What follows belongs to an exercise in optimizing a design on an open flow for small area, a short achievable clock period and few clock cycles per item; a production flow would make more cautious choices.
At most, simulation tests tie the RTL to the original design; equivalence was not proved.
The RTL of runs 2, 5 and 6 was laid out without a check of its function.
No activity file was given, so power comes from the tool's default toggle rates.

==> design.v <==
module damask_ga (
    input  wire        clk,
    input  wire        rst,         
    input  wire        start,       
    input  wire [47:0] acc,         
    input  wire [7:0]  dks,         
    input  wire [3:0]  cls,         
    input  wire [15:0] age_gmax,    
    input  wire        age_en,      
    output reg         dec_rd,      
    output reg  [3:0]  dec_cls,     
    output reg  [5:0]  dec_idx,     
    input  wire [15:0] dec_data,    
    output reg         done,        
    output reg  [15:0] ga,          
    output reg         age_cap      
);
    localparam I_IDLE = 0, I_STR = 1, I_INT = 2, I_FAR = 3, I_DIV = 4, I_CAP = 5;
    reg [5:0]  st;
    reg [4:0]  c;        
    reg [1:0]  pa;       
    reg        pz;       
    reg [7:0]  dk;       
    reg [7:0]  R;        
    reg [17:0] W;        
    reg        odd;      
    reg [16:0] L;        
    reg [15:0] X;        
    reg [15:0] dd;       
    reg        eq;       
    reg        stop_d;   
    reg [7:0]  Bsel;     
    reg [6:0]  nzr;      
    reg [1:0]  fbr;      
    reg f_lin, f_int, f_c16, f_c14, f_c10, f_c18, f_late, f_c26;
    reg f_int1, f_int3, f_int10, f_far2, f_div0, f_last, g;
    wire in_idle = st[I_IDLE];
    wire in_str  = st[I_STR];
    wire in_int  = st[I_INT];
    wire in_far  = st[I_FAR];
    wire in_div  = st[I_DIV];
    wire in_cap  = st[I_CAP];
    wire [55:0] accx = {7'd0, acc, 1'b0};               
    wire [6:0]  nzb;                                     
    genvar gi;
    generate for (gi = 0; gi < 7; gi = gi + 1) begin : NZ
        assign nzb[gi] = |accx[8*gi +: 8];
    end endgenerate
    wire [7:0]  Bs   = Bsel >> {c[1:0], 1'b0};
    wire [6:0]  nzab = nzr >> c[4:2];                    
    wire        abv  = |nzab[6:1];
    wire        pz_n = in_idle ? ~(|acc & |dks)
                               : (~(|Bs | abv) | (dk == 8'd0));
    wire [1:0]  pa_n = in_idle ? {acc[0], 1'b0} : Bs[1:0];
    wire far_early = (|acc[47:42] & dks[7])
                   | (|acc[47:43] & |dks[7:6])
                   | (|acc[47:44] & |dks[7:5])
                   | (|acc[47:45] & |dks[7:4])
                   | (|acc[47:46] & |dks[7:3])
                   | ( acc[47]    & |dks[7:2]);
    wire [9:0] sumR = {2'b0, R} + (pa[0] ? {2'b0, dk} : 10'd0)
                                + (pa[1] ? {1'b0, dk, 1'b0} : 10'd0);
    wire       stop  = pz & (R == 8'd0);       
    wire       odd_n = W[17];
    wire [1:0] m2    = odd_n ? W[16:15] : W[15:14];
    wire [2:0] cj    = c[2:0] - 3'd3;            
    wire [5:0] j     = {cj, odd_n, m2};
    wire lin_now  = in_str & f_c18 & stop;
    wire str_late = in_str & f_late;
    wire str_far  = str_late & (stop ? (j == 6'd63) : f_c26);
    wire str_int  = str_late & stop & (j != 6'd63);
    wire tail     = in_str & f_c16 & stop_d;
    wire odd_n2   = in_str ? odd_n : odd;
    wire [1:0] fb = fbr;
    wire [15:0] s0 = fb[0] ? dd : X;
    wire [15:0] s1 = fb[1] ? dd : X;
    wire [18:0] sumL = {2'b0, L} + {3'b0, s0} + {2'b0, s1, 1'b0};
    wire [16:0] Lstep = sumL[18:2];
    wire signed [15:0] u  = {~L[15], L[14:0]};
    wire signed [15:0] u8 = u >>> 8;
    wire signed [15:0] u4 = u >>> 4;
    wire [16:0] Ltail = f_c10 ? {1'b0, L[15], {15{~L[15]}}}
                      : f_c14 ? {1'b0, ~u8[15], u8[14:0]}
                              : {1'b0, ~u4[15], u4[14:0]};
    wire [16:0] Lload = in_idle ? 17'd32768
                      : f_int3  ? {1'b0, dd} + 17'd8192
                      : f_far2  ? {1'b0, dec_data}
                      : L;
    wire [16:0] Lnext = tail ? Ltail : (f_lin | f_int) ? Lstep : Lload;
    wire [16:0] V    = L;
    wire [16:0] x1   = {X, ga[15]};
    wire [17:0] d1   = {1'b0, x1} - {1'b0, V};
    wire        q1   = ~d1[17];
    wire [15:0] r1   = q1 ? d1[15:0] : x1[15:0];
    wire        sat  = f_div0 & (V <= 17'd8192);
    wire        gt   = eq & q1 & ~g;
    wire        eq2  = eq & (q1 == g);
    wire        xit  = in_div & (sat | gt);
    reg [5:0] st_n;
    reg [4:0] c_n;
    always @(*) begin
        st_n = st;
        c_n  = c + 5'd1;
        if (rst) begin
            st_n = 6'd1 << I_IDLE;
            c_n  = 5'd0;
        end else begin
            if (in_idle) begin
                c_n = 5'd1;
                if (start & age_en)
                    st_n = far_early ? (6'd1 << I_FAR) : (6'd1 << I_STR);
            end
            if (in_str) begin
                if (str_far)      begin st_n = 6'd1 << I_FAR; c_n = 5'd1; end
                else if (str_int) begin st_n = 6'd1 << I_INT; c_n = 5'd1; end
                else if (lin_now) begin st_n = 6'd1 << I_DIV; c_n = 5'd0; end
                else if (tail)    c_n = c + (f_c10 ? 5'd8 : f_c14 ? 5'd4 : 5'd2);
            end
            if (in_int & f_int10) begin st_n = 6'd1 << I_DIV; c_n = 5'd0; end
            if (in_far & f_far2)  begin st_n = 6'd1 << I_DIV; c_n = 5'd0; end
            if (in_div & (xit | (f_last & ~eq2))) st_n = 6'd1 << I_IDLE;
            if (in_div & f_last & eq2 & ~xit)      st_n = 6'd1 << I_CAP;
            if (in_cap)                            st_n = 6'd1 << I_IDLE;
        end
    end
    wire n_str = ~rst & ((in_idle & start & age_en & ~far_early)
               | (in_str & ~str_far & ~str_int & ~lin_now));
    wire n_int = ~rst & ((in_str & str_int) | (in_int & ~f_int10));
    wire n_far = ~rst & ((in_idle & start & age_en & far_early)
               | (in_str & str_far) | (in_far & ~f_far2));
    wire n_div = ~rst & ((in_str & lin_now) | (in_int & f_int10)
               | (in_far & f_far2) | (in_div & ~f_last));
    always @(posedge clk) begin
        st <= st_n;
        c  <= c_n;
        f_lin   <= n_str & (c_n >= 5'd6) & (c_n <= 5'd18);
        f_int   <= n_int & (c_n >= 5'd4);
        f_c16   <= n_str & (c_n <= 5'd16);
        f_c14   <= (c_n <= 5'd14);
        f_c10   <= (c_n <= 5'd10);
        f_c18   <= n_str & (c_n == 5'd18);
        f_late  <= n_str & (c_n >= 5'd19);
        f_c26   <= (c_n == 5'd26);
        f_int1  <= n_int & (c_n == 5'd1);
        f_int3  <= n_int & (c_n == 5'd3);
        f_int10 <= n_int & (c_n == 5'd10);
        f_far2  <= n_far & (c_n == 5'd2);
        f_div0  <= n_div & (c_n == 5'd0);
        f_last  <= n_div & (c_n == 5'd15);
        g       <= age_gmax[4'd15 - c_n[3:0]];
        done    <= 1'b0;
        dec_rd  <= ~rst;
        dec_cls <= cls;
        dd      <= dec_data;
        dk      <= dks;
        pa      <= pa_n;
        pz      <= pz_n;
        Bsel    <= (c_n[4:2] < 3'd7) ? accx[8*c_n[4:2] +: 8] : 8'd0;
        nzr     <= nzb;
        if (n_int & (c_n == 5'd4))
            fbr <= odd_n2 ? W[2:1] : W[1:0];
        else if (n_int)
            fbr <= odd_n2 ? W[4:3] : W[3:2];
        else
            fbr <= sumR[1:0];
        R       <= in_str ? sumR[9:2] : 8'd128;
        L       <= Lnext;
        stop_d  <= stop & in_str;
        eq      <= in_div ? eq2 : 1'b1;
        if ((in_str & ~(str_late & stop)) | f_int)
            W <= {sumR[1:0], W[17:2]};
        if (in_str & str_int)
            odd <= odd_n;
        if (in_idle)
            X <= 16'd32768;
        else if (in_div)
            X <= r1;
        else if (f_c18 | in_far | f_int10)
            X <= 16'd8192;
        else if (f_int3)
            X <= dd;
        if (in_div)
            ga <= (gt | sat) ? age_gmax
                : f_div0 ? {L[15:1], q1} : {ga[14:0], q1};
        else if (in_cap)
            ga <= age_gmax;
        else
            ga <= 16'd16384;
        if (in_div & (sat | gt))
            age_cap <= 1'b1;
        else if (in_cap)
            age_cap <= ({X, 1'b0} > V);
        else
            age_cap <= 1'b0;
        if (in_idle)
            dec_idx <= (start & far_early) ? 6'd63 : 6'd0;
        else if (in_str)
            dec_idx <= str_far ? 6'd63 : str_int ? j : 6'd0;
        else if (f_int1)
            dec_idx <= dec_idx + 6'd1;
        if (rst)
            done <= 1'b0;
        else
            done <= (in_idle & start & ~age_en) | xit
                  | (in_div & f_last & ~eq2) | in_cap;
    end
endmodule
==> flow/run.sh <==
#!/bin/bash
# Standard layout with two changes to how it is made (the clock and the
# constraints are unchanged):
#  - the timing repair steps aim for more setup slack than the period needs;
#  - the port buffers are plain buffers instead of the delay cells that
#    buffer_ports picks by default.
set -euo pipefail
export SETUP_SLACK_MARGIN=${MARGIN:-8.55}
export BUFFER_PORTS_ARGS="-buffer_cell sky130_fd_sc_hd__buf_2"
bash standard.sh > standard.log 2>&1
==> standard.sh <==
#!/bin/bash
# synth_recipe.tcl (not shown) runs the flow's synth.tcl, then flattens the netlist and writes it again
# the make line also repeats each setting of config.mk as NAME=value (left out here)
make -C /OpenROAD-flow-scripts/flow DESIGN_CONFIG=/design/flow/config.mk WORK_HOME=/design/flow/orfs CLKGATE_MAP_FILE= SYNTH_SCRIPT=/design/flow/synth_recipe.tcl "${@:-finish}"
==> config.mk <==
export PLATFORM = sky130hd
export DESIGN_NAME = damask_ga
export DESIGN_NICKNAME = damask_ga
export VERILOG_FILES = /design/flow/design.v
export SDC_FILE = /design/flow/constraint.sdc
export NUM_CORES = 4
export LEC_CHECK = 0
export ABC_AREA = 1
export CAP_MARGIN = 20
export CORE_MARGIN = 2
export CORE_UTILIZATION = 50
export CTS_CLUSTER_DIAMETER = 60
export CTS_CLUSTER_SIZE = 12
export SLEW_MARGIN = 20
==> constraint.sdc <==
create_clock -name core_clock -period 12.0 [get_ports {clk}]
set_input_delay 2.4000 -clock core_clock [delete_from_list [all_inputs] [get_ports {clk}]]
set_output_delay 2.4000 -clock core_clock [all_outputs]
set_load 0.01 [all_outputs]
==> summary.txt, run 1 <==
Hold Path Class=reg -> reg; Critical Path Source Type=flop; CP max FO=4; P_int=approximately 950 uW; Mapped Cells=between 1000 and 1500; first-pass GRT wire length=52400 um; share of the synthesized area in the top cell type=22.4%; Finished Layout Cells=1900; Hold Vio Cnt, Final=0; register share of total power=between 40% and 50%; Iter 0 DRT Violations=794; post-route setup TNS=0 ns; DR pass1 iterations=6; Detailed Route WL=33200 um; port bufs=124; P_leak=5.86 nW; Site Rows=53; vias per inst=5.64; Clock Sink Count=160; Post-synth EDFFs=42; syn_nets=1660; CP endpoint kind=primary output; ratio of cells with drive above 1 in the final layout=between 15 and 20%; Die Area=22300 um^2; largest net degree at the start of global routing=33; Post-DP HPWL=25200 um; WP data required=9.60 ns; worst r2r dst=L[6]; sw frac=33.0%; # diodes=0; max-slew violation count=0; DP Cell Count=1847; cell taking the most area after synthesis=dfxtp_1; latest clock arrival within the worst-skew pair=~0.44 ns; clock power share=38.1%; Placer Congestion=0.922; Layout area overhead=16.3%; Seq cells post-synth=160; Initial Util=50.6%; antenna-violating nets left=0; Net Sw Power=468 uW; power per cell area=116 nW/um^2; Highest Clock Rate=290 MHz; root buf cell=clkbuf_16; Crit path largest cell delay=0.44 ns; Core Area=20900 um^2; Reg-to-Reg Start=fbr[0]; Worst Tran Pin Value=1.04 ns; Nets=about 1800; hold endpoint=W[4]; post-synthesis sequential area ratio=34.3%; CP max-delay cell=edfxtp_1; crit path cell chain=buf_2; Crit path max-delay family=flip-flops; fin crit share=28.7%; Slew HR=30.5%; Syn Area/Cell=7.09 um^2; VDD IR max=~0.097 mV; initial antenna violation count=0; GRT Util Overall=a little under a third; WL/cell=17.5 um; DRC viols=0; WHS Path Cells=0; CP Buf/Inv Count=1; CTS Hold Bufs=0; status=no timing/DRC/antenna violations; Yosys Warn Count=1; largest cells by area after synthesis=dfxtp_1, nand2_1, edfxtp_1, o21ai_0, inv_1; vias in the first global route=approximately 10000; Max clock buf depth=2; Async S/R FF share, synth=0%; CTS tree=yes; skew final=0.0122 ns; Hold WS=0.418 ns; Inserted Clock Buffers=17; clock-pin slew on the worst setup and hold paths=0.08 ns; synth unique cells=51; R2R Setup Slk=8.64 ns; I/O pins=125; vias=10700; count of final setup violators=0; Die W=between 100 and 150 um; worst r2r path cells=11; min-delay src=W[6]; Synth Cell Area=10600 um^2; RSZ-0062 raised after global routing=yes; dominant synthesized flop cell=dfxtp_1; Critical Path AT=1.04 ns; Max-Cap Viols=0; grt total ovfl=0; Gate power share=between 15 and 20%; Die H=149 um; crit path kind=reg -> out; minimum clock period=3.44 ns; H-tree Lvls=4
==> metal layers <==
metal  part of all wire [%]  routed length, um  vias to the layer above  track usage, %
met1                     48              15900                     4944            45.6
met5                      0                  0                        -               0
li1                       -                  -                     5245               -
met2                     42              13900                      499            44.8
met4                    1.3                447                        0            6.33
met3                    8.9               2940                       35            4.86
==> sequential cells by signal, summed over array words and instances (netlist names), 8 cells and up <==
name,flops
Bsel,8
L,17
R,8
W,18
X,16
dd,16
dk,8
ga,16
==> kinds of logic after synthesis <==
logic type / count (synthesis) / share of synthesized area, %
xor gates and xnor gates: 10 / 0.829
buffers and inverters: 224 / 8.17
and+or+nand+nor: 684 / 28.1
DFF: 160 / 34.3
muxes: 5 / 0.474
adders and majority gates: 74 / 10.6
AOI/OAI and AO/OA: 333 / 17.6
==> stage by stage <==
stage	setup slack [ns]	total power [mW]	instance area [um^2]	utilization, %
6_report	8.56	1.42	12300	58.8
5_1_grt	8.48	1.48	12300	58.8
4_1_cts	8.54	1.42	12100	58.0
3_5_place_dp	7.69	0.876	11400	54.7
3_3_place_gp	7.76	0.876	11400	54.7
2_1_floorplan	8.47	0.788	10600	-
==> worst max path at each step <==
stage,from,to,slack [ns],depth (start not counted)
final,dec_idx[2],dec_idx[2],8.56,1
after global routing,acc[45],f_c16,8.48,11
after CTS,fbr[0],L[9],8.54,19
after detailed placement,rst,f_c18,7.69,6
after global placement,rst,f_c18,7.76,6
after floorplan,dks[7],dec_idx[1],8.47,7
==> layout make-up <==
cell class                 count  area (um^2)
fill                        2047         8600
multi-input combinational   1106         6240
sequential                   160         3630
timing repair buffer         150          820
inverter                     176          668
clock buffer                  17          425
tap                          275          344
clock inverter                15          150
timing repair inverter         1         7.51
==> cell usage after synthesis, drive strengths merged (26+ instances only) <==
cell	number
inv	173
clkbuf	35
fa	26
nand3	86
o21ai	158
dfxtp	118
nand4	26
a21oi	97
ha	48
nand2	431
edfxtp	42
nor2	98
==> placed cells by master, fill, tap and decap left out, types with 6 or more instances in the layout <==
cell type	synthesis	routed
nand2_1	429	426
inv_1	165	161
o21ai_0	155	151
buf_2	9	124
dfxtp_1	118	115
a21oi_1	97	95
nor2_1	91	87
nand3_1	78	77
ha_1	48	48
edfxtp_1	42	42
fa_1	26	26
nand4_1	25	25
o211ai_1	25	25
buf_4	1	25
clkbuf_16	0	17
nor3_1	14	13
nor4_1	16	12
inv_2	8	10
a31oi_1	9	9
xnor2_1	8	8
a221oi_1	8	8
nor2_4	0	7
o22ai_1	7	7
nand3_4	5	6
a21o_1	6	6
==> power groups by stage <==
| stage | combinational [mW] | sequential, mW | clock [mW] |
|---|---|---|---|
| 4_1_cts | 0.267 | 0.603 | 0.546 |
| 5_1_grt | 0.313 | 0.605 | 0.564 |
| 6_report | 0.278 | 0.602 | 0.541 |
| 3_3_place_gp | 0.258 | 0.617 | 0 |
| 3_5_place_dp | 0.259 | 0.618 | 0 |
| 2_1_floorplan | 0.183 | 0.605 | 0 |
==> what timing repair did <==
action,in CTS,in global routing
setup buffers,9,11
endpoints found under the setup margin,43,36
pin swaps,6,12
cloned,0,1
gates resized for setup,13,22
Testbench counts, summed over its fixed seeds: cycles 499,723, lamps 16,000.
==> run 2, diff against run 1 <==
--- a/design.v
+++ b/design.v
@@ -124,9 +124,8 @@
         end
     end
-    wire n_str = ~rst & ((in_idle & start & age_en & ~far_early)
+    wire n_str = ~rst & ((in_idle & start & age_en)
                | (in_str & ~str_far & ~str_int & ~lin_now));
     wire n_int = ~rst & ((in_str & str_int) | (in_int & ~f_int10));
-    wire n_far = ~rst & ((in_idle & start & age_en & far_early)
-               | (in_str & str_far) | (in_far & ~f_far2));
+    wire n_far = ~rst & ((in_str & str_far) | (in_far & ~f_far2));
     wire n_div = ~rst & ((in_str & lin_now) | (in_int & f_int10)
                | (in_far & f_far2) | (in_div & ~f_last));
--- a/flow/run.sh
+++ b/flow/run.sh
@@ -6,5 +6,5 @@
 #    buffer_ports picks by default.
 set -euo pipefail
-export SETUP_SLACK_MARGIN=${MARGIN:-8.55}
+export SETUP_SLACK_MARGIN=${MARGIN:-8.5}
 export BUFFER_PORTS_ARGS="-buffer_cell sky130_fd_sc_hd__buf_2"
 bash standard.sh > standard.log 2>&1
==> run 2 against run 1 <==
Via count decreased by 1.4%; wire length rose by 2.7%; sequential cell count did not move; critical endpoint is now dec_idx[4]; sequential power fell by 0.7%; count of clock-buffer cells in the layout did not move; largest power group unchanged; worst hold slack gained 0.0066 ns; design area grew 0.80%; clock skew increased by 0.0044 ns; non-clock buffer count is 6 lower; synthesized cell count up 1.9%; largest cell class unchanged; global-route usage up 0.15 points.
==> summary.txt, run 2 <==
ratio of cells with drive above 1 in the final layout=14.5% (-0.51 points); WP data required=9.60 ns (about the same); power per cell area=113 nW/um^2 (-2.1%); share of the synthesized area in the top cell type=22.0% (-0.31 points); latest clock arrival within the worst-skew pair=0.45 ns (about the same); Seq cells post-synth=160 (unchanged); vias in the first global route=10200 (+2.0%); Crit path largest cell delay=0.46 ns (+0.02 ns); multi-input logic area=6310 um^2 (+1.1%); GRT Util Overall=30.2% (+0.15 points); VDD IR max=0.0850 mV (-13%); Initial Util=51.0% (+0.38 points); count of final setup violators=0 (unchanged); DP Cell Count=1873 (+1.4%); CP max FO=3 (-1); Syn Area/Cell=7.05 um^2 (-0.55%); Critical Path AT=1.07 ns (+0.03 ns); Iter 0 DRT Violations=628 (-21%); crit path cell chain=buf_2; Hold Vio Cnt, Final=0 (unchanged); syn_nets=1689 (+1.7%); most frequent cell after synthesis=nand2_1; max-slew violation count=0 (unchanged); Clock Sink Count=160 (unchanged); Layout area overhead=15.6%; post-synthesis sequential area ratio=33.8% (-0.47 points); Post-synth top cells=nand2_1, inv_1, o21ai_0, dfxtp_1, nor2_1; commonest cells after routing, fill and taps aside=nand2_1, inv_1, o21ai_0; largest cells by area after synthesis=dfxtp_1, nand2_1, edfxtp_1, o21ai_0, inv_1; CTS tree=yes; worst r2r path cells=19 (+8); WHS Path Cells=0 (unchanged); # diodes=0 (unchanged); fin crit share=28.9% (+0.24 points); Post-DP HPWL=25800 um (+2.5%); CP max-delay cell=edfxtp_1; Die Area=22600 um^2 (+1.3%); Highest Clock Rate=288 MHz (-0.82%); antenna-violating nets left=0 (unchanged); WL/cell=17.7 um (+1.5%); Inserted Clock Buffers=17 (unchanged); commonest non-fill, non-tap cell in the layout=nand2_1; Mapped Cells=1519 (+1.9%); Nets=1805 (+1.3%); port bufs=124 (unchanged); minimum clock period=3.47 ns (+0.0285 ns); Synth Cell Area=10700 um^2 (+1.4%); Design Area, Final=12400 um^2 (+0.80%); filler instances=2049 (+0.098%); max reg flops=18 (unchanged); clock-pin slew on the worst setup and hold paths=0.08 ns (about the same); Worst Tran Pin Value=1.03 ns (-0.0130 ns); RSZ-0062 raised after global routing=yes; Crit. path cell count=1 (unchanged); initial antenna violation count=0 (unchanged); CP endpoint kind=primary output; top flop regs=W: 18 flops, L: 17 flops; Detailed Route WL=34100 um (+2.7%); synth unique cells=57 (+12%); placed cell area=11500 um^2 (+0.59%); Largest Register=W; Yosys Warn Count=1 (unchanged); Finished Layout Cells=1923 (+1.2%); root buf cell=clkbuf_16; Crit path max-delay family=flip-flops; vias per inst=5.50 (-2.6%); Max-Cap Viols=0 (unchanged); CP Buf/Inv Count=1 (unchanged); largest net degree at the start of global routing=33 (unchanged); Placer Congestion=0.909 (-1.4%); H-tree Lvls=4 (unchanged); status=no timing/DRC/antenna violations; first-pass GRT wire length=52600 um (+0.26%); Hold Path Class=reg -> reg; grt total ovfl=0 (unchanged); Post-synth EDFFs=42 (unchanged); Max clock buf depth=2 (unchanged); Core Area=21000 um^2 (+0.63%); Slew HR=31.4% (+0.87 points); vias=10600 (-1.4%); I/O pins=125 (unchanged); Async S/R FF share, synth=0% (unchanged); post-route setup TNS=0 ns (unchanged); Hold WS=0.424 ns (+0.00657 ns); DRC viols=0 (unchanged); cell taking the most area after synthesis=dfxtp_1; Site Rows=53 (unchanged); DR pass1 iterations=6 (unchanged); Die H=150 um (+0.67%); storage element area=3630 um^2 (-0.10%); P_leak=5.85 nW (about the same); CTS Hold Bufs=0 (unchanged); crit path kind=reg -> out; Die W=150 um (+0.67%); skew final=0.0166 ns (+0.00441 ns); Critical Path Source Type=flop; dominant synthesized flop cell=dfxtp_1
-- run 2: changes by cell type in the layout (fill, tap and decap cells not counted), moves of 4 or more --
cell	delta
nand3_1	-8
inv_2	-4
o21ai_1	+20
nand4_1	-15
clkinvlp_4	-4
o22ai_1	-6
buf_4	-10
nand2_1	+18
a21oi_1	+5
nor2_1	+19
o211ai_1	-16
-- run 2: final cells by class --
type | instances | area share [%]
clock inverter | 15 | 1.35
timing repair buffer | 144 | 6.76
clock buffer | 17 | 3.43
sequential | 160 | 29.3
tap | 275 | 2.78
multi-input combinational | 1137 | 51.0
inverter | 175 | 5.43
-- run 2: final timing paths --
path | from | to | slack (ns)
max | dec_idx[4] | dec_idx[4] | 8.53
min | W[9] | W[7] | 0.42
max reg2reg | fbr[1] | L[11] | 8.65
min reg2reg | W[9] | W[7] | 0.42
-- run 2: cell families (layout without fill, tap and decap cells) --
group / Yosys count / count (layout) / synth area share (%)
xor gates and xnor gates: 10 / 10 / 0.817
muxes: 3 / 3 / 0.280
AOI/OAI and AO/OA: 350 / 350 / 18.0
buffers and inverters: 224 / 351 / 8.52
and+or+nand+nor: 698 / 700 / 28.1
adders and majority gates: 74 / 74 / 10.5
DFF: 160 / 160 / 33.8
-- run 2: layer usage --
layer	GRT usage, %	vias up	wire length, um
met2	53.7	348	17300
met3	5.42	94	1740
met4	14.8	0	1440
li1	-	5284	-
met1	34.8	4850	13600
met5	0	-	0
-- run 2: power by group --
| group | switching, mW | internal [mW] | total [mW] |
|---|---|---|---|
| sequential | 0.0265 | 0.572 | 0.598 |
| clock | 0.275 | 0.280 | 0.556 |
| combinational | 0.157 | 0.0920 | 0.249 |
-- run 2: timing repair --
| action | 4_1_cts | 5_1_grt |
|---|---|---|
| gates cloned | 2 | 1 |
| pin swaps | 2 | 8 |
| setup buffers | 2 | 13 |
| resized for setup | 13 | 13 |
| setup endpoints to repair | 28 | 43 |
| hold endpoints to repair | 0 | 0 |
-- run 2: metrics by stage --
step / power [mW] / worst slack (ns) / util [%]
3_3_place_gp: 0.843 / 7.83 / 54.7
3_5_place_dp: 0.845 / 7.67 / 54.7
5_1_grt: 1.46 / 8.45 / 58.9
2_1_floorplan: 0.763 / 8.46 / -
6_report: 1.40 / 8.53 / 58.9
4_1_cts: 1.40 / 8.41 / 58.1
==> run 3, diff against run 2 <==
--- a/design.v
+++ b/design.v
@@ -124,8 +124,9 @@
         end
     end
-    wire n_str = ~rst & ((in_idle & start & age_en)
+    wire n_str = ~rst & ((in_idle & start & age_en & ~far_early)
                | (in_str & ~str_far & ~str_int & ~lin_now));
     wire n_int = ~rst & ((in_str & str_int) | (in_int & ~f_int10));
-    wire n_far = ~rst & ((in_str & str_far) | (in_far & ~f_far2));
+    wire n_far = ~rst & ((in_idle & start & age_en & far_early)
+               | (in_str & str_far) | (in_far & ~f_far2));
     wire n_div = ~rst & ((in_str & lin_now) | (in_int & f_int10)
                | (in_far & f_far2) | (in_div & ~f_last));
==> run.sh (new file) <==
#!/bin/bash
# synth_recipe.tcl (not shown) runs the flow's synth.tcl, then flattens the netlist and writes it again
# the make line also repeats each setting of config.mk as NAME=value (left out here)
make -C /OpenROAD-flow-scripts/flow DESIGN_CONFIG=/design/flow/config.mk WORK_HOME=/design/flow/orfs CLKGATE_MAP_FILE= SYNTH_SCRIPT=/design/flow/synth_recipe.tcl finish
--- a/config.mk
+++ b/config.mk
@@ -12,3 +12,4 @@
 export CTS_CLUSTER_DIAMETER = 60
 export CTS_CLUSTER_SIZE = 12
+export SETUP_SLACK_MARGIN = 5
 export SLEW_MARGIN = 20
removed: flow/run.sh
removed: standard.sh
==> run 3 against run 2 <==
Worst hold slack improved by 0.00082 ns; clock power fell by 0.9%; sequential power rose by 1%; wire length fell by 4.1%; setup slack got worse by 1.2 ns; count of clock-buffer cells in the layout did not move; cell count fell by 2.3%; area after synthesis fell by 1.4%; critical path depth rose by 18.
==> summary.txt, run 3 <==
Hold Path Class=reg -> reg; share of the synthesized area in the top cell type=22.4% (+0.31 points); adder-cell share of the synthesized area=10.6% (+0.14 points); power per cell area=114 nW/um^2 (+1.1%); most frequent cell after synthesis=nand2_1; I/O pins=125 (unchanged); P_leak=5.71 nW (-2.4%); initial antenna violation count=0 (unchanged); Highest Clock Rate=216 MHz (-25%); CP max FO=32 (+29); crit path kind=reg -> reg; # diodes=0 (unchanged); latest clock arrival within the worst-skew pair=0.45 ns (about the same); minimum clock period=4.63 ns (+1.15 ns); Synth Area in Compound Gates=17.6% (-0.45 points); VDD IR max=0.0804 mV (-5.5%); Max clock buf depth=2 (unchanged); status=no timing/DRC/antenna violations; Post-DP HPWL=25300 um (-1.8%); largest cells by area after synthesis=dfxtp_1, nand2_1, edfxtp_1, o21ai_0, inv_1; clock-pin slew on the worst setup and hold paths=0.08 ns (about the same); Syn Area/Cell=7.09 um^2 (+0.55%); Hold Vio Cnt, Final=0 (unchanged); Clock Sink Count=160 (unchanged); syn_nets=1660 (-1.7%); top flop regs=W: 18 flops, L: 17 flops; Seq cells post-synth=160 (unchanged); multi-input logic area=6080 um^2 (-3.7%); vias in the first global route=9873 (-2.9%); Die W=149 um (-0.66%); DRC viols=0 (unchanged); dominant synthesized flop cell=dfxtp_1; storage element area=3620 um^2 (-0.14%); Post-synth EDFFs=42 (unchanged); Yosys Warn Count=1 (unchanged); post-route setup TNS=0 ns (unchanged); synth unique cells=51 (-11%); max-slew violation count=0 (unchanged); filler instances=1999 (-2.4%); largest net degree at the start of global routing=33 (unchanged); root buf cell=clkbuf_16; Async S/R FF share, synth=0% (unchanged); Largest Register=W; xor/xnor share of the synthesized area=0.829% (+0.011 points); Die Area=22300 um^2 (-1.3%); RSZ-0062 raised after global routing=no; fin crit share=38.5% (+9.6 points); Mapped Cells=1490 (-1.9%); Iter 0 DRT Violations=806 (+28%); Critical Path Source Type=flop; Critical Path AT=4.82 ns (+3.75 ns); first-pass GRT wire length=52200 um (-0.75%); Nets=1760 (-2.5%); Post-synth top cells=nand2_1, inv_1, o21ai_0, dfxtp_1, a21oi_1; H-tree Lvls=4 (unchanged); area share of and/or/nand/nor cells after synthesis=28.1% (about the same); vias per inst=5.61 (+2.0%); grt total ovfl=0 (unchanged); cell taking the most area after synthesis=dfxtp_1; WL/cell=17.4 um (-1.8%); Die H=149 um (-0.66%); Setup Fix Bufs, Post-CTS=0 (-2); antenna-violating nets left=0 (unchanged); skew final=0.0155 ns (-0.00110 ns); Site Rows=53 (unchanged); CTS Hold Bufs=0 (unchanged); commonest cells after routing, fill and taps aside=nand2_1, inv_1, o21ai_0; GRT Util Overall=29.8% (-0.36 points); Core Area=20900 um^2 (-0.63%); CTS tree=yes; ratio of cells with drive above 1 in the final layout=4.49% (-10 points); port bufs=124 (unchanged); count of final setup violators=0 (unchanged); Initial Util=50.6% (-0.38 points); Placer Congestion=0.985 (+8.3%); Detailed Route WL=32700 um (-4.1%); CP endpoint kind=flop; main combinational cell family by area after synthesis=simple AND/OR/NAND/NOR gates; Pwr Total=1.44 mW (+2.6%); post-synthesis mux area share=0.474% (+0.19 points); Synth Cell Area=10600 um^2 (-1.4%); vias=10500 (-0.43%); max reg flops=18 (unchanged); Slew HR=30.6% (-0.84 points); DR pass1 iterations=5 (-1); Worst Tran Pin Value=1.04 ns (+0.0126 ns); Inserted Clock Buffers=17 (unchanged); post-synthesis sequential area ratio=34.3% (+0.47 points); post-CTS sizing=0 (-13); commonest non-fill, non-tap cell in the layout=nand2_1; Max-Cap Viols=0 (unchanged); Layout area overhead=19.0%; WP data required=12.20 ns (+2.60 ns)
-- run 3: cell count changes after synthesis, sizes merged, moves of 3 or more --
| cell | change |
|---|---|
| o21ai | -24 |
| nand2 | -19 |
| nor2 | -19 |
| o211ai | +16 |
| nand4 | +15 |
| nand3 | +8 |
| o22ai | +6 |
| a21oi | -5 |
| buf | -5 |
| clkbuf | +4 |
| o21bai | -3 |
-- run 3: logic make-up after synthesis --
kind of cell | after synthesis
AOI/OAI and AO/OA | 333
xor gates and xnor gates | 10
adders and majority gates | 74
buffers and inverters | 224
DFF | 160
muxes | 5
and+or+nand+nor | 684
-- run 3: per-stage QoR --
stage	hold WS (ns)	setup slack, ns	utilization (%)	instance area [um^2]	std cells
3_5_place_dp	0.407	7.02	57.4	12000	1846
6_report	0.425	7.37	60.2	12600	1878
2_1_floorplan	0.400	8.33	-	10600	1490
5_1_grt	0.434	7.03	60.2	12600	1878
4_1_cts	0.426	7.44	60.2	12600	1878
3_3_place_gp	0.404	7.11	57.4	12000	1846
-- run 3: final timing paths --
| kind | start | end | slack (ns) | depth (start not counted) |
|---|---|---|---|---|
| setup reg to reg | fbr[0] | L[9] | 7.37 | 19 |
| hold / removal | W[12] | W[10] | 0.43 | 0 |
| setup / recovery | fbr[0] | L[9] | 7.37 | 19 |
| hold reg to reg | W[12] | W[10] | 0.43 | 0 |
-- run 3: cell type report --
class	instances	share of cell area [%]
Multi-Input combinational cell	1106	48.4
Sequential cell	160	28.8
Timing Repair Buffer	129	10.2
Inverter	176	5.25
Clock buffer	17	3.38
Tap cell	275	2.74
Clock inverter	15	1.27
-- run 3: metal layers --
metal | track usage, % | vias up | wire length, um
met5 | 0 | - | 0
met4 | 7.00 | 0 | 439
met3 | 6.42 | 46 | 2920
met2 | 45.0 | 474 | 13900
met1 | 43.6 | 4815 | 15400
li1 | - | 5195 | -
-- run 3: report_power, final --
group | internal [mW] | switching (mW) | leakage (nW)
logic | 0.112 | 0.170 | 4.03
clock network | 0.280 | 0.271 | 0.286
registers | 0.578 | 0.0286 | 1.39
total | 0.969 | 0.470 | 5.71
-- run 3: worst max-delay path: stages, from the launching register on --
cell     delay, ns
dfxtp_1       0.94
o21ai_0       0.27
fa_1          0.55
inv_1         0.04
nor4_1        0.42
inv_1         0.14
fa_1          0.37
inv_1         0.09
a21oi_1       0.06
nor2_1        0.10
nor2_1        0.07
o21a_1        0.21
o21ai_0       0.55
nand3_1       0.20
nand2_1       0.10
nand2_1       0.05
nand3_1       0.06
nand2_1       0.05
nand2_1       0.05
nand2_1       0.06
Testbench counts of run 3, summed over its fixed seeds: cycles 499,723, lamps 16,000.
==> run 4, diff against run 3 <==
--- a/config.mk
+++ b/config.mk
@@ -6,5 +6,4 @@
 export NUM_CORES = 4
 export LEC_CHECK = 0
-export ABC_AREA = 1
 export CAP_MARGIN = 20
 export CORE_MARGIN = 2
==> run 4 against run 3 <==
Highest routed layer unchanged; non-clock buffer count rose by 5; combinational power grew to 2.7 times the previous value; largest power group is now combinational logic; wire length fell by 9.4%; largest cell class unchanged; still clean.
==> summary.txt, run 4 <==
Clock Sink Count=160 (unchanged); latest clock arrival within the worst-skew pair=0.44 ns (about the same); Largest Register=W; Critical Path Source Type=primary input; dominant synthesized flop cell=dfxtp_1; Detailed Route WL=29600 um (-9.4%); first-pass GRT wire length=47600 um (-8.8%); syn_nets=1300 (-22%); main combinational cell family by area after synthesis=compound AO/OA/AOI/OAI gates; initial antenna violation count=1 (+1); Iter 0 DRT Violations=790 (-2.0%); R2R Setup Slk=7.48 ns (+0.11 ns); CTS tree=yes; Yosys Warn Count=1 (unchanged); vias=9032 (-14%); Max-Cap Viols=0 (unchanged); antenna-violating nets left=0 (unchanged); Synth Area in Compound Gates=18.8% (+1.2 points); filler instances=1760 (-12%); Initial Util=50.8% (+0.25 points); max-slew violation count=0 (unchanged); post-synthesis sequential area ratio=35.2% (+0.93 points); VDD IR max=0.107 mV (+33%); Site Rows=52 (-1.9%); GRT Util Overall=27.8% (-2.0 points); most frequent cell after synthesis=dfxtp_1; xor/xnor share of the synthesized area=3.15% (+2.3 points); status=no timing/DRC/antenna violations; clock power share=27.3% (-11 points); Core Area=20200 um^2 (-3.1%); WL/cell=19.6 um (+12%); Max clock buf depth=2 (unchanged); Pwr Total=2.02 mW (+41%); Inserted Clock Buffers=17 (unchanged); I/O pins=125 (unchanged); minimum clock period=4.58 ns (-0.0463 ns); Slew HR=32.2% (+1.7 points); Placer Congestion=0.925 (-6.0%); port bufs=124 (unchanged); Highest Clock Rate=218 MHz (+1.0%); WP data required=12.32 ns (+0.12 ns); P_int=1.27 mW (+31%); Critical Path AT=4.89 ns (+0.07 ns); Post-synth top cells=dfxtp_1, nor2_1, nand2_1, a21oi_1, o21ai_0; clock-pin slew on the worst setup and hold paths=0.07 ns (about the same); Nets=1399 (-21%); register share of total power=34.9% (-7.2 points); Async S/R FF share, synth=0% (unchanged); CP max FO=17 (-47%); CP endpoint kind=flop; DR pass1 iterations=5 (unchanged); count of final setup violators=0 (unchanged); commonest cells after routing, fill and taps aside=clkdlybuf4s50_1, dfxtp_1, nor2_1; largest cells by area after synthesis=dfxtp_1, edfxtp_1, ha_1, fa_1, mux2_2; Setup Fix Bufs, Post-CTS=0 (unchanged); sw frac=37.3% (+4.7 points); fin crit share=38.2% (-0.39 points); largest net degree at the start of global routing=38 (+15%); adder-cell share of the synthesized area=10.9% (+0.29 points); Post-synth EDFFs=42 (unchanged); Die Area=21700 um^2 (-2.6%); Layout area overhead=19.7%; Seq cells post-synth=160 (unchanged); commonest non-fill, non-tap cell in the layout=clkdlybuf4s50_1; DRC viols=0 (unchanged); share of the synthesized area in the top cell type=23.0% (+0.61 points); post-route setup TNS=0 ns (unchanged); power per cell area=164 nW/um^2 (+44%); skew final=0.0104 ns (-0.00502 ns); cell taking the most area after synthesis=dfxtp_1; ratio of cells with drive above 1 in the final layout=8.53% (+4.0 points); Syn Area/Cell=9.10 um^2 (+28%); Post-DP HPWL=22400 um (-12%); Hold Vio Cnt, Final=0 (unchanged); Mapped Cells=1130 (-24%); Gate power share=37.8% (+18 points); RSZ-0062 raised after global routing=no; Die H=147 um (-1.3%); Die W=147 um (-1.3%); post-CTS sizing=0 (unchanged); Net Sw Power=755 uW (+61%); area share of and/or/nand/nor cells after synthesis=16.3% (-12 points); P_leak=4.83 nW (-15%); max reg flops=18 (unchanged); vias per inst=5.97 (+6.5%); Synth Cell Area=10300 um^2 (-2.7%); post-synthesis mux area share=10.9% (+10 points); root buf cell=clkbuf_16; Worst Tran Pin Value=1.01 ns (-0.0238 ns); top flop regs=W: 18 flops, L: 17 flops; grt total ovfl=0 (unchanged); Hold Path Class=reg -> reg; H-tree Lvls=4 (unchanged); vias in the first global route=8796 (-11%); synth unique cells=80 (+57%); CTS Hold Bufs=0 (unchanged); crit path kind=in -> reg
[run 4: power groups by stage]
| stage | clock [mW] | sequential (mW) | combinational [mW] |
|---|---|---|---|
| floorplan | 0 | 0.673 | 0.573 |
| global placement | 0 | 0.716 | 0.741 |
| detailed placement | 0 | 0.717 | 0.747 |
| global route | 0.583 | 0.714 | 0.849 |
| finish | 0.551 | 0.707 | 0.765 |
| CTS | 0.558 | 0.705 | 0.754 |
[run 4: kinds of logic (layout without fill, tap and decap cells)]
| logic type | after synthesis | after routing |
|---|---|---|
| buffers and inverters | 121 | 233 |
| AND/OR/NAND/NOR | 338 | 338 |
| multiplexers | 103 | 103 |
| XOR/XNOR | 37 | 37 |
| AO/OA/AOI/OAI | 297 | 297 |
| other | 0 | 1 |
| adder cells (fa/ha/maj) | 74 | 74 |
| flip-flops | 160 | 160 |
[run 4: per-stage QoR]
| stage | area, um^2 | hold slack, ns | utilization (%) | setup slack, ns | instances |
|---|---|---|---|---|---|
| finish | 12300 | 0.413 | 60.8 | 7.42 | 1513 |
| CTS | 12300 | 0.414 | 60.8 | 7.49 | 1512 |
| global placement | 11700 | 0.401 | 57.9 | 7.20 | 1480 |
| detailed placement | 11700 | 0.405 | 57.9 | 7.05 | 1480 |
| floorplan | 10300 | 0.400 | - | 8.03 | 1130 |
| global route | 12300 | 0.431 | 60.8 | 7.18 | 1512 |
[run 4: layer usage]
metal / share of wire, % / up-vias / track usage [%]
met5: 0 / - / 0
met2: 41 / 371 / 39.6
met4: 1.4 / 0 / 6.25
met1: 49 / 4257 / 42.9
met3: 8.3 / 33 / 6.33
li1: - / 4371 / -
[run 4: final cells by class]
type	count	area (um^2)	share of cell area, %
multi-input cells	849	6190	50.2
flip-flops and latches	160	3620	29.4
repair buffers	134	1320	10.7
clock buffers	17	425	3.46
well taps	270	338	2.74
inverters	67	251	2.04
clock inverters	15	168	1.36
diodes	1	2.50	0.0203
[run 4: path summary, 6_finish.rpt]
kind	from	to	cells after the start
worst max-delay path	rst	Bsel[4]	5
worst min-delay path	W[12]	W[10]	0
worst max register to register	fbr[0]	L[15]	12
worst min register to register	W[12]	W[10]	0
[run 4: worst max-delay path, stage by stage]
cell             delay [ns]
clkdlybuf4s50_1        0.55
nor2_1                 0.77
nand2_1                0.59
a221oi_1               0.50
nor2_1                 0.08
==> run 5, diff against run 4 <==
--- a/design.v
+++ b/design.v
@@ -33,6 +33,7 @@
     reg [6:0]  nzr;      
     reg [1:0]  fbr;      
+    reg [17:0] T3;       
     reg f_lin, f_int, f_c16, f_c14, f_c10, f_c18, f_late, f_c26;
-    reg f_int1, f_int3, f_int10, f_far2, f_div0, f_last, g;
+    reg f_int1, f_int3, f_int10, f_far2, f_div0, f_last, g, g2;
     wire in_idle = st[I_IDLE];
     wire in_str  = st[I_STR];
@@ -89,11 +90,18 @@
     wire [16:0] Lnext = tail ? Ltail : (f_lin | f_int) ? Lstep : Lload;
     wire [16:0] V    = L;
-    wire [16:0] x1   = {X, ga[15]};
-    wire [17:0] d1   = {1'b0, x1} - {1'b0, V};
-    wire        q1   = ~d1[17];
-    wire [15:0] r1   = q1 ? d1[15:0] : x1[15:0];
+    wire [17:0] y    = {X, ga[15], ga[14]};
+    wire [18:0] e1   = {1'b0, y} - {2'b0, V};
+    wire [18:0] e2   = {1'b0, y} - {1'b0, V, 1'b0};
+    wire [18:0] e3   = {1'b0, y} - {1'b0, T3};
+    wire        k3   = ~e3[18];
+    wire        k2   = ~e2[18];
+    wire        k1   = ~e1[18];
+    wire        q1   = k2;                           
+    wire        q2   = k3 | (~k2 & k1);              
+    wire [15:0] r1   = k3 ? e3[15:0] : k2 ? e2[15:0] : k1 ? e1[15:0] : y[15:0];
     wire        sat  = f_div0 & (V <= 17'd8192);
-    wire        gt   = eq & q1 & ~g;
-    wire        eq2  = eq & (q1 == g);
+    wire        eq1  = eq & (q1 == g);
+    wire        gt   = ~f_div0 & ((eq & q1 & ~g) | (eq1 & q2 & ~g2));
+    wire        eq2  = eq1 & (q2 == g2);
     wire        xit  = in_div & (sat | gt);
     reg [5:0] st_n;
@@ -147,6 +155,8 @@
         f_far2  <= n_far & (c_n == 5'd2);
         f_div0  <= n_div & (c_n == 5'd0);
-        f_last  <= n_div & (c_n == 5'd15);
-        g       <= age_gmax[4'd15 - c_n[3:0]];
+        f_last  <= n_div & (c_n == 5'd8);
+        g       <= age_gmax[{3'd0 - c_n[2:0], 1'b1}];      
+        g2      <= age_gmax[{3'd0 - c_n[2:0], 1'b0}];
+        T3      <= {1'b0, L} + {L, 1'b0};
         done    <= 1'b0;
         dec_rd  <= ~rst;
@@ -167,5 +177,5 @@
         L       <= Lnext;
         stop_d  <= stop & in_str;
-        eq      <= in_div ? eq2 : 1'b1;
+        eq      <= (in_div & ~f_div0) ? eq2 : 1'b1;
         if ((in_str & ~(str_late & stop)) | f_int)
             W <= {sumR[1:0], W[17:2]};
@@ -174,5 +184,5 @@
         if (in_idle)
             X <= 16'd32768;
-        else if (in_div)
+        else if (in_div & ~f_div0)
             X <= r1;
         else if (f_c18 | in_far | f_int10)
@@ -182,5 +192,5 @@
         if (in_div)
             ga <= (gt | sat) ? age_gmax
-                : f_div0 ? {L[15:1], q1} : {ga[14:0], q1};
+                : f_div0 ? {1'b0, L[15:1]} : {ga[13:0], q1, q2};
         else if (in_cap)
             ga <= age_gmax;
==> flow/run.sh (new file) <==
#!/bin/bash
# Standard layout with two changes to how it is made (the clock and the
# constraints are unchanged):
#  - the timing repair steps aim for more setup slack than the period needs;
#  - the port buffers are plain buffers instead of the delay cells that
#    buffer_ports picks by default.
set -euo pipefail
export SETUP_SLACK_MARGIN=${MARGIN:-8.5}
export BUFFER_PORTS_ARGS="-buffer_cell sky130_fd_sc_hd__buf_2"
bash standard.sh > standard.log 2>&1
==> standard.sh (new file) <==
#!/bin/bash
# synth_recipe.tcl (not shown) runs the flow's synth.tcl, then flattens the netlist and writes it again
# the make line also repeats each setting of config.mk as NAME=value (left out here)
make -C /OpenROAD-flow-scripts/flow DESIGN_CONFIG=/design/flow/config.mk WORK_HOME=/design/flow/orfs CLKGATE_MAP_FILE= SYNTH_SCRIPT=/design/flow/synth_recipe.tcl "${@:-finish}"
--- a/config.mk
+++ b/config.mk
@@ -6,4 +6,5 @@
 export NUM_CORES = 4
 export LEC_CHECK = 0
+export ABC_AREA = 1
 export CAP_MARGIN = 20
 export CORE_MARGIN = 2
@@ -11,4 +12,3 @@
 export CTS_CLUSTER_DIAMETER = 60
 export CTS_CLUSTER_SIZE = 12
-export SETUP_SLACK_MARGIN = 5
 export SLEW_MARGIN = 20
removed: run.sh
==> run 5 against run 4 <==
Still clean on timing, DRC and antenna; non-clock buffer count increased by 21; count of clock-buffer cells in the layout increased by 3; via count increased by 60%.
==> summary.txt, run 5 <==
ratio of cells with drive above 1 in the final layout=13.1% (+4.6 points); fin crit share=29.0% (-9.2 points); minimum clock period=3.48 ns (-1.10 ns); Max-Cap Viols=0 (unchanged); Post-synth top cells=nand2_1, inv_1, o21ai_0, a21oi_1, dfxtp_1; WP data required=12.35 ns (+0.03 ns); Die W=173 um (+17%); Slew HR=38.9% (+6.7 points); Max clock buf depth=2 (unchanged); Core Area=27900 um^2 (+38%); Initial Util=51.0% (+0.15 points); count of final setup violators=0 (unchanged); CP Buf/Inv Count=3 (+2); dominant synthesized flop cell=dfxtp_1; Post-DP HPWL=36100 um (+61%); port bufs=124 (unchanged); # diodes=0 (-1); commonest non-fill, non-tap cell in the layout=nand2_1; Hold WS=0.421 ns (+0.00751 ns); Syn Area/Cell=6.96 um^2 (-24%); Post-synth EDFFs=42 (unchanged); Yosys Warn Count=1 (unchanged); Placer Congestion=0.953 (+3.0%); Iter 0 DRT Violations=1365 (+73%); antenna-violating nets left=0 (unchanged); RSZ-0062 raised after global routing=yes; largest cells by area after synthesis=dfxtp_1, nand2_1, ha_1, edfxtp_1, inv_1; grt total ovfl=0 (unchanged); share of the synthesized area in the top cell type=19.3% (-3.7 points); first-pass GRT wire length=72900 um (+53%); Critical Path AT=3.83 ns (-1.06 ns); largest net degree at the start of global routing=34 (-11%); crit path cell chain=buf_2, nor2_4, buf_4, nand3_4, ha_4, or2_0, nand2_1, inv_1, nand2_1, nand2_1; Nets=2410 (+72%); Clock Sink Count=179 (+12%); latest clock arrival within the worst-skew pair=0.46 ns (+0.02 ns); P_leak=7.95 nW (+65%); Critical Path Most Common Cell=nand2_1; Die H=173 um (+17%); Critical Path Source Type=primary input; Highest Clock Rate=288 MHz (+32%); commonest cells after routing, fill and taps aside=nand2_1, inv_1, o21ai_0; Layout area overhead=12.9%; Mapped Cells=2047 (+81%); Net Sw Power=648 uW (-14%); Worst Tran Pin Value=0.913 ns (-0.100 ns); CTS tree=yes; DR pass1 iterations=6 (+1); Crit path largest cell delay=0.23 ns (-0.54 ns); vias=14500 (+60%); syn_nets=2285 (+76%); WL/cell=18.4 um (-6.2%); post-synthesis sequential area ratio=28.1% (-7.1 points); DRC viols=0 (unchanged); cell taking the most area after synthesis=dfxtp_1; most frequent cell after synthesis=nand2_1; Detailed Route WL=47100 um (+59%); sw frac=35.7% (-1.6 points); I/O pins=125 (unchanged); status=no timing/DRC/antenna violations; CTS Hold Bufs=0 (unchanged); register share of total power=37.9% (+3.0 points); vias per inst=5.66 (-5.3%); CP max-delay cell=ha_4; top flop regs=T3: 18 flops, W: 18 flops, L: 17 flops; vias in the first global route=13500 (+53%); Crit path max-delay family=simple AND/OR/NAND/NOR gates; root buf cell=clkbuf_16; crit path kind=in -> reg; Site Rows=61 (+17%); skew final=0.0233 ns (+0.0129 ns); Async S/R FF share, synth=0% (unchanged); clock power share=32.9% (+5.6 points); max-slew violation count=0 (unchanged); GRT Util Overall=30.9% (+3.1 points); post-route setup TNS=0 ns (unchanged); H-tree Lvls=4 (unchanged); Hold Path Class=reg -> reg; clock-pin slew on the worst setup and hold paths=0.07 ns (about the same); Seq cells post-synth=179 (+12%); synth unique cells=59 (-26%); P_int=1.17 mW (-8.0%); CP endpoint kind=flop; VDD IR max=0.0982 mV (-8.3%); Synth Cell Area=14200 um^2 (+38%); Hold Vio Cnt, Final=0 (unchanged); power per cell area=113 nW/um^2 (-31%); Inserted Clock Buffers=17 (unchanged); Die Area=29900 um^2 (+37%); CP max FO=7 (-10); initial antenna violation count=0 (-1); Gate power share=29.2% (-8.6 points)
[run 5: cell families (layout without fill, tap and decap cells)]
family                     Yosys count  count (layout)  share of synthesized area [%]
DFF                                179             179                           28.1
buffers and inverters              325             461                           9.39
adders and majority gates          142             142                           14.0
and+or+nand+nor                    898             900                           27.8
AOI/OAI and AO/OA                  447             447                           17.2
xor gates and xnor gates            51              51                           3.19
muxes                                5               5                          0.351
[run 5: path summary, 6_finish.rpt]
kind                            startpoint  endpoint  slack [ns]  depth (start not counted)
worst max-delay path                   rst         g        8.52                         10
worst min-delay path                  W[8]      W[6]        0.42                          0
worst max register to register       st[0]         g        8.64                         15
worst min register to register        W[8]      W[6]        0.42                          0
[run 5: power groups by stage]
stage,Clock (mW),Combinational (mW),Sequential (mW)
after global routing,0.624,0.592,0.692
after detailed placement,0,0.494,0.706
after CTS,0.603,0.504,0.691
final,0.597,0.530,0.687
after floorplan,0,0.373,0.690
after global placement,0,0.491,0.706
[run 5: area by class of cell]
type | instances | area (um^2)
Tap cell | 378 | 473
Clock inverter | 12 | 139
Multi-Input combinational cell | 1545 | 9060
Fill cell | 2801 | 11800
Timing Repair Buffer | 155 | 876
Clock buffer | 20 | 458
Inverter | 273 | 1060
Timing Repair inverter | 1 | 8.76
Sequential cell | 179 | 4010
[run 5: layer usage]
metal	up-vias	global-route usage (%)	share of wire [%]	wire [um]
li1	7077	-	-	-
met1	6761	44.8	47	22200
met2	596	47.1	42	20000
met3	61	5.56	8.1	3810
met4	0	8.86	2.2	1060
met5	-	0	0	0
[run 5: per-stage QoR]
step	worst slack, ns	total power [mW]	std cells	utilization, %	instance area, um^2
6_report	8.52	1.81	2563	57.6	16100
4_1_cts	8.45	1.80	2542	56.7	15800
2_1_floorplan	8.42	1.06	2047	-	14300
3_5_place_dp	7.33	1.20	2504	54.2	15200
5_1_grt	8.43	1.91	2563	57.6	16100
3_3_place_gp	7.44	1.20	2504	54.2	15200
[run 5: timing repair]
action | in CTS | in global routing
gates resized for setup | 16 | 17
endpoints found under the setup margin | 69 | 58
pin swaps | 1 | 8
buffers inserted | 6 | 18
gates cloned | 0 | 3
==> run 6, diff against run 5 <==
--- a/design.v
+++ b/design.v
@@ -33,7 +33,14 @@
     reg [6:0]  nzr;      
     reg [1:0]  fbr;      
-    reg [17:0] T3;       
-    reg f_lin, f_int, f_c16, f_c14, f_c10, f_c18, f_late, f_c26;
-    reg f_int1, f_int3, f_int10, f_far2, f_div0, f_last, g, g2;
+    reg f_lin, f_int, f_c18, f_late;
+    reg f_div0, f_last, g;
+    wire f_c16  = (c <= 5'd16);
+    wire f_c14  = (c <= 5'd14);
+    wire f_c10  = (c <= 5'd10);
+    wire f_c26  = (c == 5'd26);
+    wire f_int1 = st[2] & (c == 5'd1);
+    wire f_int3 = st[2] & (c == 5'd3);
+    wire f_int10 = st[2] & (c == 5'd10);
+    wire f_far2 = st[3] & (c == 5'd2);
     wire in_idle = st[I_IDLE];
     wire in_str  = st[I_STR];
@@ -90,18 +97,11 @@
     wire [16:0] Lnext = tail ? Ltail : (f_lin | f_int) ? Lstep : Lload;
     wire [16:0] V    = L;
-    wire [17:0] y    = {X, ga[15], ga[14]};
-    wire [18:0] e1   = {1'b0, y} - {2'b0, V};
-    wire [18:0] e2   = {1'b0, y} - {1'b0, V, 1'b0};
-    wire [18:0] e3   = {1'b0, y} - {1'b0, T3};
-    wire        k3   = ~e3[18];
-    wire        k2   = ~e2[18];
-    wire        k1   = ~e1[18];
-    wire        q1   = k2;                           
-    wire        q2   = k3 | (~k2 & k1);              
-    wire [15:0] r1   = k3 ? e3[15:0] : k2 ? e2[15:0] : k1 ? e1[15:0] : y[15:0];
+    wire [16:0] x1   = {X, ga[15]};
+    wire [17:0] d1   = {1'b0, x1} - {1'b0, V};
+    wire        q1   = ~d1[17];
+    wire [15:0] r1   = q1 ? d1[15:0] : x1[15:0];
     wire        sat  = f_div0 & (V <= 17'd8192);
-    wire        eq1  = eq & (q1 == g);
-    wire        gt   = ~f_div0 & ((eq & q1 & ~g) | (eq1 & q2 & ~g2));
-    wire        eq2  = eq1 & (q2 == g2);
+    wire        gt   = eq & q1 & ~g;
+    wire        eq2  = eq & (q1 == g);
     wire        xit  = in_div & (sat | gt);
     reg [5:0] st_n;
@@ -144,19 +144,9 @@
         f_lin   <= n_str & (c_n >= 5'd6) & (c_n <= 5'd18);
         f_int   <= n_int & (c_n >= 5'd4);
-        f_c16   <= n_str & (c_n <= 5'd16);
-        f_c14   <= (c_n <= 5'd14);
-        f_c10   <= (c_n <= 5'd10);
         f_c18   <= n_str & (c_n == 5'd18);
         f_late  <= n_str & (c_n >= 5'd19);
-        f_c26   <= (c_n == 5'd26);
-        f_int1  <= n_int & (c_n == 5'd1);
-        f_int3  <= n_int & (c_n == 5'd3);
-        f_int10 <= n_int & (c_n == 5'd10);
-        f_far2  <= n_far & (c_n == 5'd2);
         f_div0  <= n_div & (c_n == 5'd0);
-        f_last  <= n_div & (c_n == 5'd8);
-        g       <= age_gmax[{3'd0 - c_n[2:0], 1'b1}];      
-        g2      <= age_gmax[{3'd0 - c_n[2:0], 1'b0}];
-        T3      <= {1'b0, L} + {L, 1'b0};
+        f_last  <= n_div & (c_n == 5'd15);
+        g       <= age_gmax[4'd15 - c_n[3:0]];
         done    <= 1'b0;
         dec_rd  <= ~rst;
@@ -177,5 +167,5 @@
         L       <= Lnext;
         stop_d  <= stop & in_str;
-        eq      <= (in_div & ~f_div0) ? eq2 : 1'b1;
+        eq      <= in_div ? eq2 : 1'b1;
         if ((in_str & ~(str_late & stop)) | f_int)
             W <= {sumR[1:0], W[17:2]};
@@ -184,5 +174,5 @@
         if (in_idle)
             X <= 16'd32768;
-        else if (in_div & ~f_div0)
+        else if (in_div)
             X <= r1;
         else if (f_c18 | in_far | f_int10)
@@ -192,5 +182,5 @@
         if (in_div)
             ga <= (gt | sat) ? age_gmax
-                : f_div0 ? {1'b0, L[15:1]} : {ga[13:0], q1, q2};
+                : f_div0 ? {L[15:1], q1} : {ga[14:0], q1};
         else if (in_cap)
             ga <= age_gmax;
==> run 6 against run 5 <==
Still clean; die area is 24% lower; area after synthesis shrank 25%; sequential share of layout area is 3.3 points higher; sequential cell count fell by 27; worst hold slack worse by 0.00052 ns; first-iteration DRC count fell by 53%; combinational power down 54%; count of clock-buffer cells in the layout unchanged.
==> summary.txt, run 6 <==
status=no timing/DRC/antenna violations; Yosys Warn Count=1 (unchanged); filler instances=2083 (-26%); Nets=1817 (-25%); commonest non-fill, non-tap cell in the layout=nand2_1; Slew HR=38.2% (-0.76 points); CP max FO=4 (-3); Worst Tran Pin Value=0.926 ns (+0.0126 ns); Die Area=22600 um^2 (-24%); Die W=150 um (-13%); Post-synth top cells=nand2_1, inv_1, o21ai_0, nor2_1, dfxtp_1; count of final setup violators=0 (unchanged); synth unique cells=56 (-5.1%); Mapped Cells=1536 (-25%); max-slew violation count=0 (unchanged); CP max-delay cell=edfxtp_1; Setup WS pre-CTS=8.06 ns (+0.726 ns); Critical Path Source Type=flop; latest clock arrival within the worst-skew pair=0.44 ns (-0.02 ns); cell taking the most area after synthesis=dfxtp_1; largest cells by area after synthesis=dfxtp_1, nand2_1, edfxtp_1, o21ai_0, inv_1; crit path cell chain=buf_2; vias per inst=5.43 (-4.0%); Die H=150 um (-13%); share of the synthesized area in the top cell type=20.5% (+1.3 points); I/O pins=125 (unchanged); root buf cell=clkbuf_16; Hold Vio Cnt, Final=0 (unchanged); most frequent cell after synthesis=nand2_1; # diodes=0 (unchanged); Async S/R FF share, synth=0% (unchanged); commonest cells after routing, fill and taps aside=nand2_1, inv_1, o21ai_0; crit path kind=reg -> out; Highest Clock Rate=288 MHz (+0.25%); ratio of cells with drive above 1 in the final layout=14.6% (+1.5 points); power per cell area=112 nW/um^2 (-0.57%); first-pass GRT wire length=50300 um (-31%); vias in the first global route=9800 (-27%); top flop regs=W: 18 flops, L: 17 flops; Post-DP HPWL=25400 um (-30%); Crit path largest cell delay=0.45 ns (+0.22 ns); Max clock buf depth=2 (unchanged); Iter 0 DRT Violations=646 (-53%); Layout area overhead=14.6%; GRT Util Overall=28.8% (-2.1 points); CP endpoint kind=primary output; CP Buf/Inv Count=1 (-2); DRC viols=0 (unchanged); Seq cells post-synth=152 (-15%); Inserted Clock Buffers=17 (unchanged); largest net degree at the start of global routing=33 (-2.9%); syn_nets=1709 (-25%); Site Rows=53 (-13%); minimum clock period=3.47 ns (-0.00855 ns); antenna-violating nets left=0 (unchanged); Largest Register=W; CTS tree=yes; WP data required=9.60 ns (-2.75 ns); grt total ovfl=0 (unchanged); Detailed Route WL=32400 um (-31%); P_leak=5.89 nW (-26%); Crit path max-delay family=flip-flops; Hold Path Class=reg -> reg; Post-synth EDFFs=42 (unchanged); Clock Sink Count=152 (-15%); initial antenna violation count=0 (unchanged); post-route setup TNS=0 ns (unchanged); RSZ-0062 raised after global routing=yes; H-tree Lvls=4 (unchanged); VDD IR max=0.0809 mV (-18%); clock-pin slew on the worst setup and hold paths=0.07 ns (about the same); WL/cell=16.8 um (-8.6%); Core Area=21000 um^2 (-25%); Initial Util=51.0% (about the same); CTS Hold Bufs=0 (unchanged); max reg flops=18; Critical Path AT=1.07 ns (-2.76 ns); post-synthesis sequential area ratio=32.3% (+4.2 points); Placer Congestion=0.908 (-4.7%); R2R Setup Slk=8.63 ns (about the same); port bufs=124 (unchanged); vias=10500 (-28%); DR pass1 iterations=5 (-1); Max-Cap Viols=0 (unchanged); Synth Cell Area=10700 um^2 (-25%); dominant synthesized flop cell=dfxtp_1; fin crit share=28.9% (-0.071 points); final setup margin=8.53 ns (+0.00855 ns); skew final=0.0188 ns (-0.00445 ns); Syn Area/Cell=6.98 um^2 (+0.27%)
==> run 6: changes by cell type after synthesis, moves of 6 or more <==
cell,previous run,this run
a21oi_1,161,84
buf_6,10,4
dfxtp_1,137,110
ha_1,113,51
inv_1,255,182
nand2_1,525,415
nand3_1,135,93
nand3b_1,2,9
nand4_1,25,13
nor2_1,125,115
o21ai_0,180,168
xnor2_1,18,9
xor2_1,32,6
==> run 6: repair_timing <==
action,in CTS,in global routing
setup buffers,1,7
pin swaps,0,5
gates resized for setup,6,32
endpoints found under the setup margin,61,65
==> run 6: metrics by stage <==
step	hold slack, ns	power (mW)	area, um^2	util, %	cells
after CTS	0.422	1.38	12100	57.6	1925
after global placement	0.402	0.814	11500	54.7	1892
after floorplan	0.400	0.735	10700	-	1536
final	0.420	1.38	12300	58.4	1932
after global routing	0.432	1.44	12300	58.4	1932
after detailed placement	0.409	0.815	11500	54.7	1892
==> run 6: final timing paths <==
check / from / to / cells past startpoint
max: dec_idx[2] / dec_idx[2] / 1
min reg2reg: W[11] / W[9] / 0
min: W[11] / W[9] / 0
max reg2reg: f_int / L[2] / 8
==> run 6: area by class of cell <==
type / count / area (um^2) / share of cell area [%]
multi-input cells: 1139 / 6360 / 51.8
flip-flops and latches: 152 / 3470 / 28.3
repair buffers: 136 / 746 / 6.07
inverters: 198 / 757 / 6.16
clock inverters: 12 / 163 / 1.32
well taps: 275 / 344 / 2.80
clock buffers: 20 / 437 / 3.56
==> run 6: routing by layer <==
layer | up-vias | wire [um] | track usage, %
met5 | - | 0 | 0
met4 | 0 | 928 | 11.3
met3 | 59 | 1350 | 3.91
met2 | 280 | 16300 | 51.2
met1 | 4838 | 13800 | 35.2
li1 | 5308 | - | -
==> run 6: kinds of logic after synthesis <==
group | count (synthesis) | synth area share [%]
flip-flops | 152 | 32.3
AND/OR/NAND/NOR | 714 | 29.4
buffers and inverters | 245 | 9.23
XOR/XNOR | 15 | 1.23
adder cells (fa/ha/maj) | 77 | 10.8
AO/OA/AOI/OAI | 333 | 17.0
==> run 6: power by group <==
group / switching (mW) / internal (mW) / total, mW
Sequential: 0.0254 / 0.546 / 0.571
Clock: 0.233 / 0.331 / 0.564
Combinational: 0.152 / 0.0897 / 0.242
Total: 0.411 / 0.966 / 1.38

[what the ideal ports hide]
In the flow no input, the clock included, has a driving cell. The finished layouts below were timed again as built, in two steps. Step 1 (the two cells are an assumption about what drives the block):
set clk [get_ports {clk}]
set_driving_cell -lib_cell sky130_fd_sc_hd__clkbuf_16 $clk
set_driving_cell -lib_cell sky130_fd_sc_hd__buf_2 [delete_from_list [all_inputs] $clk]
Step 2 moves the port delays by t, midway between the first and last clock arrival at a register: inputs arrive t later, outputs are due t later. That takes back most of the time a late clock gives input paths. Three values: ideal, step 1, step 2; two values: the first two.
| run | shift t [ns] | setup WS [ns] | worst setup path after step 2 | latest minus earliest clock arrival (ns) |
|---|---|---|---|---|
| run 1 | 0.480 | 8.556 / 8.507 / 8.122 | input to register | 0.012 / 0.013 |
| run 2 | 0.486 | 8.527 / 8.481 / 8.113 | input to register | 0.018 / 0.018 |
| run 3 | 0.485 | 7.375 / 7.375 / 6.935 | input to register | 0.015 / 0.016 |
| run 4 | 0.478 | 7.421 / 7.430 / 6.951 | input to register | 0.011 / 0.011 |
| run 5 | 0.509 | 8.525 / 8.475 / 8.053 | input to register | 0.023 / 0.024 |
| run 6 | 0.485 | 8.533 / 8.480 / 8.106 | input to register | 0.019 / 0.019 |
After both steps every run listed still meets setup and hold. For run 5, which loses most, drivers alone change the setup slack by -0.050 ns; drivers and shift together by -0.472 ns.
